What follows belongs to an exercise in optimizing a design on an open flow for small area, a short achievable clock period and few clock cycles; a production flow would make more cautious choices.
At most, simulation tests tie the RTL to the original design; equivalence was not proved.
No functional check of the RTL was part of run 2.

==> flow/design.v (outline; a module is shown in full before it is edited, if it fits) <==
// module crc_channel: 3725 lines
// module crc_ksel0: 8 lines
// module crc_ksel1: 8 lines
// module crc_ksel2: 8 lines
// module crc_ksel3: 8 lines
// module crc_x2: 7 lines
module crc_channel (
    input  wire        clk,
    input  wire        rst,             
    input  wire        cmd_go,
    input  wire [2:0]  cmd_set,
    input  wire        cmd_expect_en,
    input  wire [31:0] cmd_len,
    input  wire [63:0] cmd_exp,
    input  wire        cmd_terminate,
    input  wire        in_valid,
    output wire        in_ready,
    input  wire [63:0] in_data,
    output reg         done,
    output wire [1:0]  state,
    output reg  [7:0]  code,
    output reg         match,
    output reg  [63:0] result
);
  // ...
==> flow/flow/run.sh <==
#!/bin/bash
# The standard layout (standard.sh: standard synthesis, floorplan, placement,
# CTS, routing, finish), with one change: the buffers that buffer_ports puts on
# every input and output port are sky130_fd_sc_hd__buf_2 cells instead of the
# cell buffer_ports picks by itself (clkdlybuf4s50_1, a delay cell).
# make's full output goes to flow_make.log here; each ORFS step also writes its
# own log under orfs/logs/.
set -euo pipefail
bash standard.sh 'BUFFER_PORTS_ARGS=-buffer_cell sky130_fd_sc_hd__buf_2' finish > flow_make.log 2>&1
==> flow/standard.sh <==
#!/bin/bash
# synth_recipe.tcl (not shown) runs the flow's synth.tcl, then flattens the netlist and writes it again
# the make line also repeats each setting of config.mk as NAME=value (left out here)
make -C /OpenROAD-flow-scripts/flow DESIGN_CONFIG=/design/flow/config.mk WORK_HOME=/design/flow/orfs CLKGATE_MAP_FILE= SYNTH_SCRIPT=/design/flow/synth_recipe.tcl "${@:-finish}"
==> flow/config.mk <==
export PLATFORM = sky130hd
export DESIGN_NAME = crc_channel
export DESIGN_NICKNAME = crc_channel
export VERILOG_FILES = /design/flow/design.v
export SDC_FILE = /design/flow/constraint.sdc
export NUM_CORES = 4
export LEC_CHECK = 0
export CAP_MARGIN = 20
export CORE_MARGIN = 2
export CORE_UTILIZATION = 40
export CTS_BUF_LIST = sky130_fd_sc_hd__clkbuf_8
export GPL_ROUTABILITY_DRIVEN = 0
export SLEW_MARGIN = 58
export SYNTH_HIERARCHICAL = 1
==> flow/constraint.sdc <==
create_clock -name core_clock -period 20.0 [get_ports {clk}]
set_input_delay 4.0000 -clock core_clock [delete_from_list [all_inputs] [get_ports {clk}]]
set_output_delay 4.0000 -clock core_clock [all_outputs]
set_load 0.01 [all_outputs]
==> results.toml, run 1 <==
[route]
drt_wl_total_um = 172000
highest-signal-layer = "met5"
dr_iter_0_viols = 6338

[cts]
clock_tree.htree_level_count = 2
cts.repair_timing.setup_buffer_count = 0
postCtsResizedCells = 0
ctsLongestPathBuffers = 3
path_clk_slew_ns = 0.06

[sta]
endpoints_failing_hold = 0
fin_skew_ns = 0.0352
holdWs_ns = 0.448
maxSlewViolCount = 0

[final_layout]
layout_common_cells = "xor2_1 (1635), buf_2 (247), dfxtp_1 (200)"
n_all_inverters = 19
non_clock_buffer_count = 445
design.final.nets = 4150
post_route_cells_drive_above_1_share_pct = 19.2
num-multi-input-gates = 3141
final-seq-area_um2 = 7640
seq_share_pct = 19.5
fin_cells = 5091

[worst_setup_path]
worstSetupStartpointType = "register"
worst-r2r-setup-slack_ns = 14.54
worstSetupStartpoint = "mh_q[6]"

[flow_run]
maxCapViolCount = 0

[synth]
synthAdderAreaFrac_pct = 0.0682
ys_types = 65

[hold_path]
whs_path_depth = 2
hold_path.class = "reg2reg"
worstHoldEndpoint = "result[44]"

[global_routing]
grt_max_degree = 98
grt.total_usage_pct = 38.9
grt-ovfl-total = 0

[floorplan]
fp-row-count = 105
floorplan.die_area_um2 = 84800

[run_status]
status = "no timing/DRC/antenna violations"
Testbench counts, summed over its fixed seeds: cycles 18,581.
==> inputs of run 2 (changes only) <==
--- a/flow/design.v
+++ b/flow/design.v
@@ -3627,39 +3627,40 @@
     assign nat[60] = (sel_q[4] & crc_q[4]);
     assign nat[61] = (sel_q[4] & crc_q[5]);
     assign nat[62] = (sel_q[4] & crc_q[6]);
     assign nat[63] = (sel_q[4] & crc_q[7]);
     wire [63:0] xorout  = {32'h0, {24{sel_q[0] | sel_q[1]}}, {8{sel_q[0] | sel_q[1] | sel_q[3]}}};
     wire [63:0] res_new = nat ^ xorout;
     wire        eq      = (nat == xexp_q);
     wire [63:0] xo_in  = {32'h0, {24{sel_in[0] | sel_in[1]}}, {8{sel_in[0] | sel_in[1] | sel_in[3]}}};
+    wire [2:0]  kmask = run_q ? k_q : cmd_len[2:0];
     reg [7:0]   mask_in;
     always @(*) begin
-        case (cmd_len[2:0])
+        case (kmask)
             3'd0: mask_in = 8'hFF;
             3'd1: mask_in = 8'h80;
             3'd2: mask_in = 8'hC0;
             3'd3: mask_in = 8'hE0;
             3'd4: mask_in = 8'hF0;
             3'd5: mask_in = 8'hF8;
             3'd6: mask_in = 8'hFC;
             default: mask_in = 8'hFE;
         endcase
     end
     integer i;
     assign in_ready = rdy_q;
     assign state    = {1'b0, st_q};
     always @(posedge clk) begin
         rot_q   <= rot_in;
+        mh_q    <= mask_in;
         valid_q <= take;
         if (idle) begin
             sel_q    <= sel_in;
             k_q      <= cmd_len[2:0];
-            mh_q     <= mask_in;
             mt_q     <= ~mask_in[6:0];
             exp_en_q <= cmd_expect_en;
             xexp_q   <= cmd_exp ^ xo_in;
             rem_q    <= cmd_len[31:3];
         end else if (proc) begin
             rem_q    <= rem_q - 29'd1;
         end
         if (idle)
==> flow/config.mk (replaced) <==
export PLATFORM = sky130hd
export DESIGN_NAME = crc_channel
export DESIGN_NICKNAME = crc_channel
export VERILOG_FILES = /design/flow/design.v
export SDC_FILE = /design/flow/constraint.sdc
export NUM_CORES = 4
export LEC_CHECK = 0
export CAP_MARGIN = 20
export CORE_MARGIN = 2
export CORE_UTILIZATION = 40
export CTS_BUF_LIST = sky130_fd_sc_hd__clkbuf_8
export SLEW_MARGIN = 58
export SYNTH_HIERARCHICAL = 1
==> run 2 against run 1 <==
  * Design area up 2.1%
  * Fmax down 3.3%
  * Sequential share of layout area decreased by 0.65 points
  * Clock skew is 0.036 ns higher
  * Core utilization is 1.1 points higher
  * First-iteration DRC count down 27%
==> results.toml, run 2 <==
[run_status]
status = "no timing/DRC/antenna violations"

[cts]
tritoncts = "yes"
cts.repair_timing.setup_buffer_count = 0
worst_skew_pair.late_latency_ns = 0.64
path_clk_slew_ns = 0.06
postCtsResizedCells = 0
clock_tree.htree_level_count = 2
ctsLongestPathBuffers = 3
root_buffer = "clkbuf_8"
cts_hold_buf = 0
cts-buffers-inserted = 51
cts.sinks = 323

[hold_path]
whs_path_depth = 2
hold_path.class = "reg2reg"
startpoint_of_the_tightest_hold_check_path = "result[32]"
worstHoldEndpoint = "result[32]"

[route]
post-route-drc-count = 0
detailedRoute.firstPassIterationCount = 6
via_per_inst = 6.02
drt_wl_total_um = 205000
post_drt_wl_per_cell_um = 39.6
postRouteAntennaNets = 0
via_count = 31100
dr_iter_0_viols = 4627

[floorplan]
core-area_um2 = 81700
floorplan.die.height_um = 291
die_outline_width_um = 291
floorplan.die_area_um2 = 84500
fp-row-count = 105
pin_count = 246
starting_density_of_the_core_pct = 40.2

[global_routing]
grt-ovfl-total = 0
grt_max_degree = 80
first_global_vias = 29000
grt_first_pass_wirelength_um = 266000
grt.total_usage_pct = 46.9
antenna_found_initial = 5

[final_layout]
layout_common_cells = "xor2_1 (1572), buf_2 (257), nand2_1 (226)"
post_route_cells_drive_above_1_share_pct = 21.2
design.final.nets = 4227
most_frequent_standard_cell_in_the_layout_excluding_fill_and_tap_cells = "xor2_1"
flow.area_growth_from_synthesis_pct = 21.9
fillerInstances = 7921
fin_cells = 5172

[worst_setup_path]
rr_startpoint = "rot_q[12]"
worstSetupStartpointType = "input pin"
worst_setup_path_end_kind = "register"
crit_path_max_fanout = 8
worst-r2r-setup-slack_ns = 14.73
reg2reg_depth = 16
timing.setup.critical_path_class = "in2reg"
worstPathRequired_ns = 20.45
arrival_ns = 6.09
critical_path.reg2reg.endpoint = "crc_q[13]"

[synth]
ys_types = 70
netlist.area_leader.share_pct = 47.4
avgSynthCellArea_um2 = 8.90
number_of_synthesized_flops_with_an_enable_pin = 106
synth-seq-area-share_pct = 22.9
synth_flop_cell = "dfxtp_1"
synth-seq-cells = 323
synthTopCellsByArea = "xor2_1 (47%), dfxtp_1 (13%), edfxtp_1 (9.7%)"
post_synth_inst_count = 3693
mappedNetlistArea_um2 = 32900
synthDominantAreaCellType = "xor2_1"
top_post_synthesis_cells_by_count = "xor2_1 (1779), nand2_1 (227), dfxtp_1 (217)"
synthMostInstantiatedCell = "xor2_1"
synth_async_sr_flop_share_pct = 0
yosys_warnings = 7

[sta]
fin_skew_ns = 0.0708
relSlewSlack_pct = 52.1
rsz0062_at_grt = "no"
maxSlewViolCount = 0
finalCritPeriodShare_pct = 28.2
fin_setup_tns_ns = 0
layout_min_cycle_time_ns = 5.65
max_freq_mhz = 177
report.final.setup_viol = 0
worstMarginPinSlew_ns = 0.718
worst_slack_ns = 14.35
endpoints_failing_hold = 0

[placement]
io_buffer_count = 240
replace_congestion = 1.12
place_inst = 5070
place_worst_setup_slack_ns = 13.86
dp.final_hpwl_um = 160000

[flow_run]
maxCapViolCount = 0
## run 2: cell count changes in the layout (fill, tap and decap cells not counted), sizes merged, moves of 9 or more
cell	delta
nor2	-11
a311oi	-12
o21ai	+24
buf	+40
xnor2	+9
nand2	+42
nand3b	-9
a21oi	+17
dfxtp	+10
edfxtp	-10
xor2	-17
a22oi	+11
## run 2: cells by family after synthesis
| kind of cell | Yosys count | synth area share [%] |
|---|---|---|
| simple gates | 587 | 8.27 |
| buf+inv | 202 | 2.49 |
| compound gates | 464 | 9.07 |
| other cells | 1 | 0.0114 |
| flops | 323 | 22.9 |
| xor+xnor | 1947 | 51.9 |
| mux | 168 | 5.35 |
| fa+ha+maj | 1 | 0.0381 |
## run 2: cell type report
type / instances / area (um2) / area share (%)
antenna: 2 / 5.00 / 0.0125
clock buffer: 64 / 881 / 2.20
clock inverter: 32 / 181 / 0.453
inverter: 25 / 98.8 / 0.247
multi-input combinational: 3172 / 27000 / 67.3
sequential: 323 / 7540 / 18.8
tap: 1070 / 1340 / 3.34
timing repair buffer: 484 / 3050 / 7.62
## run 2: through the flow
| stage | hold WS (ns) | cell area, um2 | utilization [%] |
|---|---|---|---|
| floorplan | 0.440 | 32900 | - |
| CTS | 0.449 | 39800 | 48.7 |
| finish | 0.445 | 40100 | 49.0 |
| detailed placement | 0.440 | 38800 | 47.4 |
| global route | 0.463 | 40100 | 49.0 |
| global placement | 0.436 | 36800 | 45.1 |
## run 2: worst max path at each step
stage	from	to	slack [ns]	depth (start not counted)
after CTS	cmd_set[2]	rot_q[57]	14.45	10
after global routing	cmd_set[2]	rot_q[48]	14.33	10
after detailed placement	cmd_set[2]	rot_q[48]	13.86	10
after floorplan	cmd_set[2]	rot_q[24]	14.15	8
after global placement	cmd_set[2]	rot_q[56]	13.47	8
final	cmd_set[2]	rot_q[41]	14.35	10
## run 2: worst max-delay path, stage by stage
cell,delay [ns]
buf_2,0.18
nor2_2,0.09
o2bb2ai_4,0.22
a311oi_4,0.39
buf_4,0.26
buf_2,0.23
xnor2_1,0.11
mux2_2,0.28
mux2i_1,0.21
mux2i_1,0.11
## run 2: routing by layer
metal  track usage [%]  part of all wire (%)
met5                 0                 0.031
met4              27.7                   7.3
met3              20.3                    14
met2              63.5                    39
met1              61.1                    40
## run 2: modules after synthesis (local to each module, per instance)
module / cells / copies in the design / flip-flops and latches
crc_x2: 1 / 1704 / 0
crc_ksel3: 3 / 1 / 0
crc_ksel0: 3 / 1 / 0
crc_ksel2: 3 / 1 / 0
crc_channel: 1977 / 1 / 323
crc_ksel1: 3 / 1 / 0

-- port drivers added, routing unchanged --
The flow's constraints put no driver on any port. The routed layouts listed below were extracted and timed again, unchanged, in two steps. Step 1 assumes that a clkbuf_16 drives the clock port and a buf_2 every other input. Step 2 moves the port delays by t, midway between the first and last clock arrival at a register: inputs arrive t later, outputs are due t later. That takes back most of the time a late clock gives input paths. Three values: no drivers, after step 1, after step 2; two values: the first two.
run | t, ns | setup WS [ns] | worst hold slack (ns) | worst setup path at the end | latest minus earliest clock arrival (ns)
run 1 | 0.643 | 14.540 / 14.540 / 13.985 | 0.448 / 0.448 / 0.448 | input to register | 0.035 / 0.035
run 2 | 0.666 | 14.353 / 14.382 / 13.715 | 0.445 / 0.445 / 0.445 | input to register | 0.071 / 0.071
After both steps every run listed still meets setup and hold. For run 2, which loses most, drivers alone change the setup slack by +0.029 ns; drivers and shift together by -0.638 ns.
